What follows belongs to an exercise in optimizing a design on an open flow for small area, a short achievable clock period and few clock cycles per item; a production flow would make more cautious choices.
Only simulation tests tie the RTL to the original design; equivalence was not proved.

==> flow/design.v <==
module fe_csa31 (
    input  wire [4:0] x,
    input  wire [4:0] y,
    input  wire [4:0] z,
    output wire [4:0] s,
    output wire [4:0] c
);
    wire [4:0] m = (x & y) | (x & z) | (y & z);
    assign s = x ^ y ^ z;
    assign c = {m[3:0], m[4]};
endmodule
module fe_res31 (
    input  wire [47:0] x,
    input  wire [4:0]  k,
    output wire [4:0]  s,
    output wire [4:0]  c
);
    wire [4:0] o9 = {2'b00, ~x[47], x[46], x[45]};
    wire [4:0] s1, c1, s2, c2, s3, c3, s4, c4, s5, c5;
    wire [4:0] s6, c6, s7, c7, s8, c8, s9, c9;
    fe_csa31 u1 (x[4:0],   x[9:5],   x[14:10], s1, c1);
    fe_csa31 u2 (x[19:15], x[24:20], x[29:25], s2, c2);
    fe_csa31 u3 (x[34:30], x[39:35], x[44:40], s3, c3);
    fe_csa31 u4 (o9,       k,        s1,       s4, c4);
    fe_csa31 u5 (c1,       s2,       c2,       s5, c5);
    fe_csa31 u6 (s3,       c3,       s4,       s6, c6);
    fe_csa31 u7 (c4,       s5,       c5,       s7, c7);
    fe_csa31 u8 (s6,       c6,       s7,       s8, c8);
    fe_csa31 u9 (c7,       s8,       c8,       s9, c9);
    assign s = s9;
    assign c = c9;
endmodule
module fe_divsqrt (
    input  wire        clk,
    input  wire        rst,       
    input  wire        start,
    input  wire        op,        
    input  wire [47:0] a,
    input  wire [47:0] b,
    input  wire [4:0]  ra,
    input  wire [4:0]  rb,
    output wire        ready,
    output reg         done,
    output wire [47:0] y,
    output wire [4:0]  ry,
    output reg         divz,
    output reg         sqneg,
    output reg         sat,
    output reg         rerr
);
    function [4:0] k_sub;
        input [4:0] r;
        begin
            k_sub = (r <= 5'd27) ? (5'd27 - r) : (5'd27 + 5'd31 - r);
        end
    endfunction
    function [4:0] k_add;
        input [4:0] r;
        begin
            k_add = (r <= 5'd2) ? (r + 5'd28) : (r - 5'd3);
        end
    endfunction
    localparam [1:0] S_IDLE = 2'd0, S_PREP = 2'd1, S_RUN = 2'd2, S_FIX = 2'd3;
    reg  [1:0]  st;
    reg  [1:0]  ph;            
    reg         op_r;
    reg         a_neg;
    reg         q_neg;
    reg         cin;
    reg  [4:0]  ka, kb;        
    reg  [4:0]  rs, rc;        
    reg         tsel;          
    reg  [6:0]  cnt;           
    reg         lead;          
    reg         ovf;           
    reg         f47;           
    reg         nzlow;         
    reg  [4:0]  acc;           
    reg         ysel_q;        
    reg         ysel_d;        
    reg         ycv;           
    reg         ycv47;         
    reg  [46:0] R;             
    reg  [47:0] Q, D;
    assign ready = (st == S_IDLE);
    wire   idle  = (st == S_IDLE);
    wire   run   = (st == S_RUN);
    wire [47:0] C = {R[0], Q[47:1]};
    reg  [47:0] pre;
    integer k, l;
    always @(*) begin
        pre = C;
        for (l = 0; l < 6; l = l + 1)
            for (k = 0; k < 48; k = k + 1)
                if ((k >> l) & 1)
                    pre[k] = pre[k] | pre[((k >> l) << l) - 1];
    end
    wire [47:0] negC = C ^ {pre[46:0], 1'b0};
    wire [47:0] X  = {R[46:0], Q[47]};
    wire [48:0] Zs = {1'b0, X} + {1'b0, D} + {48'd0, cin};
    wire        ok = Zs[48];             
    wire [47:0] Z  = Zs[47:0];
    wire [47:0] V = ~D;                  
    reg  [48:0] G;                       
    integer j;
    always @(*) begin
        G[48] = 1'b0;
        for (j = 47; j >= 0; j = j - 1)
            G[j] = G[j+1] | V[j];
    end
    wire [55:0] Xs = {1'b0, R, Q[47:40]};
    wire        div_skip = ~|(Xs & ~{8'd0, G[48:1]});
    wire        sq_skip  = lead && !R[0] && (Q[47:41] == 7'd0);
    wire        skip     = (cnt >= 7'd9) && !ovf && (op_r ? sq_skip : div_skip);
    wire [6:0]  pos      = cnt - 7'd1;   
    wire        last     = op_r ? (cnt == 7'd2) : (cnt == 7'd1);
    wire        sqf      = op_r || last;    
    wire        hi_ok    = !op_r && ok && (pos >= 7'd48);
    wire        p47_ok   = !op_r && ok && (pos == 7'd47);
    wire [4:0]  ts, tc;
    fe_res31 u_res (.x(tsel ? C : D), .k(tsel ? ka : kb), .s(ts), .c(tc));
    wire        rs0 = (rs == 5'd0) || (rs == 5'd31);
    wire        rc0 = (rc == 5'd0) || (rc == 5'd31);
    wire        rz  = (rc == ~rs) || (rs0 && rc0);
    wire [4:0]  acc2     = {acc[3:0], acc[4]};
    wire [4:0]  acc2p    = (acc2 == 5'd30) ? 5'd0 : acc2 + 5'd1;
    wire [4:0]  acc_n    = ok ? acc2p : acc2;
    assign y[47]    = ycv47 | (ysel_q & C[47]);
    assign y[46:36] = {11{ycv}} | ({11{ysel_q}} & C[46:36]);
    assign y[35:0]  = {36{ycv}} | ({36{ysel_q}} & C[35:0]) | ({36{ysel_d}} & ~D[37:2]);
    assign ry = acc;
    wire        hold     = op_r && a_neg;   
    wire        end_ovf  = ovf || (f47 && !q_neg);    
    always @(posedge clk) begin
        rs   <= ts;
        rc   <= tc;
        tsel <= idle;
        if (rst) begin
            st   <= S_IDLE;
            done <= 1'b0;
        end else begin
            done <= 1'b0;
            case (st)
            S_IDLE: begin
                op_r   <= op;
                a_neg  <= a[47];
                q_neg  <= a[47] ^ b[47];
                cin    <= op | ~b[47];
                ka     <= k_sub(ra);
                kb     <= b[47] ? k_sub(rb) : k_add(rb);
                rerr   <= (ra == 5'd31) || (!op && rb == 5'd31);
                divz   <= !op && (b == 48'd0);
                sqneg  <= op && a[47];
                sat    <= 1'b0;
                cnt    <= op ? 7'd72 : 7'd71;
                ph     <= 2'd0;
                lead   <= 1'b1;
                ovf    <= !op && (b == 48'd0);
                f47    <= 1'b0;
                nzlow  <= 1'b0;
                acc    <= 5'd0;
                ysel_q <= !op;
                ysel_d <= op;
                ycv    <= 1'b0;
                ycv47  <= 1'b0;
                if (start)
                    st <= (!op && a[47]) ? S_PREP : S_RUN;
            end
            S_PREP: begin
                ph <= 2'd1;
                st <= S_RUN;
            end
            S_RUN: begin
                if (ph != 2'd3) ph <= ph + 2'd1;
                if (ph == 2'd1 && !rz) rerr <= 1'b1;
                if (ph == 2'd2 && !op_r && !rz) rerr <= 1'b1;
                if (hold) begin
                    if (ph == 2'd1) begin
                        st   <= S_IDLE;
                        done <= 1'b1;
                    end
                end else if (end_ovf && !op_r && ph[1]) begin
                    st     <= S_IDLE;
                    done   <= 1'b1;
                    sat    <= !divz;
                    acc    <= q_neg ? 5'd27 : 5'd3;
                    ysel_q <= 1'b0;
                    ycv    <= !q_neg;
                    ycv47  <= q_neg;
                end else if (skip) begin
                    cnt <= cnt - 7'd8;
                    acc <= {acc[1:0], acc[4:2]};    
                end else begin
                    cnt <= cnt - (op_r ? 7'd2 : 7'd1);
                    acc <= acc_n;
                    if (ok) lead <= 1'b0;
                    if (hi_ok) ovf <= 1'b1;
                    if (p47_ok) f47 <= 1'b1;
                    if (!op_r && ok && pos < 7'd47) nzlow <= 1'b1;
                    if (last) begin
                        if (!op_r && q_neg) begin
                            st <= S_FIX;
                        end else begin
                            st   <= S_IDLE;
                            done <= 1'b1;
                        end
                    end
                end
            end
            S_FIX: begin
                st    <= S_IDLE;
                done  <= 1'b1;
                if (f47 && nzlow) begin
                    sat    <= 1'b1;
                    acc    <= 5'd27;
                    ysel_q <= 1'b0;
                    ycv47  <= 1'b1;
                end else begin
                    acc    <= (acc == 5'd0) ? 5'd0 : ~acc;
                end
            end
            endcase
        end
    end
    wire        take_z = run && ok && !skip;
    wire [46:0] r_z    = sqf ? {Z[45:0], Q[46]} : Z[46:0];
    wire [46:0] r_x    = idle ? {46'd0, a[47]} :
                         !run ? {46'd0, negC[47]} :
                         skip ? Xs[46:0] :
                         sqf  ? {X[45:0], Q[46]} : X[46:0];
    always @(posedge clk) begin
        R <= take_z ? r_z : r_x;
        if (idle)
            Q <= {a[46:0], 1'b0};
        else if (!run)
            Q <= {negC[46:0], 1'b0};
        else if (skip)
            Q <= {Q[39:0], 8'd0};
        else if (sqf)
            Q <= {Q[45:0], ok & !op_r, 1'b0};
        else
            Q <= {Q[46:0], ok};
        if (idle)
            D <= op ? 48'hFFFF_FFFF_FFFE : (b ^ {48{~b[47]}});
        else if (run && op_r && !a_neg && !skip)
            D <= {D[46:2], ~ok, 2'b10};
    end
endmodule
==> flow/config.mk <==
export PLATFORM = sky130hd
export DESIGN_NAME = fe_divsqrt
export DESIGN_NICKNAME = fe_divsqrt
export VERILOG_FILES = /design/flow/design.v
export SDC_FILE = /design/flow/constraint.sdc
export NUM_CORES = 4
export LEC_CHECK = 0
export CAP_MARGIN = 20
export CORE_MARGIN = 2
export CORE_UTILIZATION = 40
export PLACE_DENSITY = 0.6
export SETUP_SLACK_MARGIN = 5
export SLEW_MARGIN = 20
==> flow/constraint.sdc <==
create_clock -name core_clock -period 10.5 [get_ports {clk}]
set_input_delay 2.1000 -clock core_clock [delete_from_list [all_inputs] [get_ports {clk}]]
set_output_delay 2.1000 -clock core_clock [all_outputs]
set_load 0.01 [all_outputs]
standard.sh (not shown) runs the stock make flow with config.mk's settings and CLKGATE_MAP_FILE= SYNTH_SCRIPT=/design/flow/synth_recipe.tcl, a recipe that flattens the netlist after the stock synthesis.
==> flow/flow/run.sh <==
#!/bin/bash
set -euo pipefail
bash standard.sh SETUP_SLACK_MARGIN=6.5 finish > flow_make.log 2>&1
Testbench counts at the start, summed over its fixed seeds: cycles 95,212, items 3,200.
Next try:
--- a/flow/design.v
+++ b/flow/design.v
@@ -127,13 +127,13 @@
     wire [4:0]  acc_n    = ok ? acc2p : acc2;
     assign y[47]    = ycv47 | (ysel_q & C[47]);
     assign y[46:36] = {11{ycv}} | ({11{ysel_q}} & C[46:36]);
     assign y[35:0]  = {36{ycv}} | ({36{ysel_q}} & C[35:0]) | ({36{ysel_d}} & ~D[37:2]);
     assign ry = acc;
     wire        hold     = op_r && a_neg;   
-    wire        end_ovf  = ovf || (f47 && !q_neg);    
+    wire        end_ovf  = ovf || hi_ok || (p47_ok && !q_neg);
     always @(posedge clk) begin
         rs   <= ts;
         rc   <= tc;
         tsel <= idle;
         if (rst) begin
             st   <= S_IDLE;
The new run went through all stages and came out clean.
Die area stays flat.
Clock-buffer cell count goes up by 1.
Register-to-register slack barely changes.
Worst setup slack gets worse by 81 ps.
Flip-flop and latch count stays the same.
Critical path depth is unchanged.
Synthesized area barely changes.
Wire length goes up by about 0.9%.
Worst hold slack gets worse by 22 ps.
Design area goes up by about 1.3%.
Utilization goes up by 0.52 points.
Testbench counts after the change, summed over its fixed seeds: cycles 95,016, items 3,200.

==> what the ideal ports hide <==
Ports are ideal in the flow. The routed layouts listed here were re-timed in OpenROAD. Step 1 sets driving cells, clkbuf_16 on the clock port and buf_2 on the other inputs (assumed; they add their load-dependent delay and slew). Step 2 also shifts input and output timing later by t, the mid clock arrival at the registers, as if the neighbouring blocks saw the same clock. Three values: ideal, step 1, step 2; two values: the first two.
run	t, ns	slack for setup (ns)	latest minus earliest clock arrival (ns)
the first run	0.526	6.452 / 6.388 / 6.266	0.016 / 0.017
the second run	0.525	6.370 / 6.309 / 6.097	0.012 / 0.012
After both steps setup and hold are still met in every run listed. For the second run, which loses most, drivers alone change the setup slack by -0.061 ns; drivers and shift together by -0.273 ns.
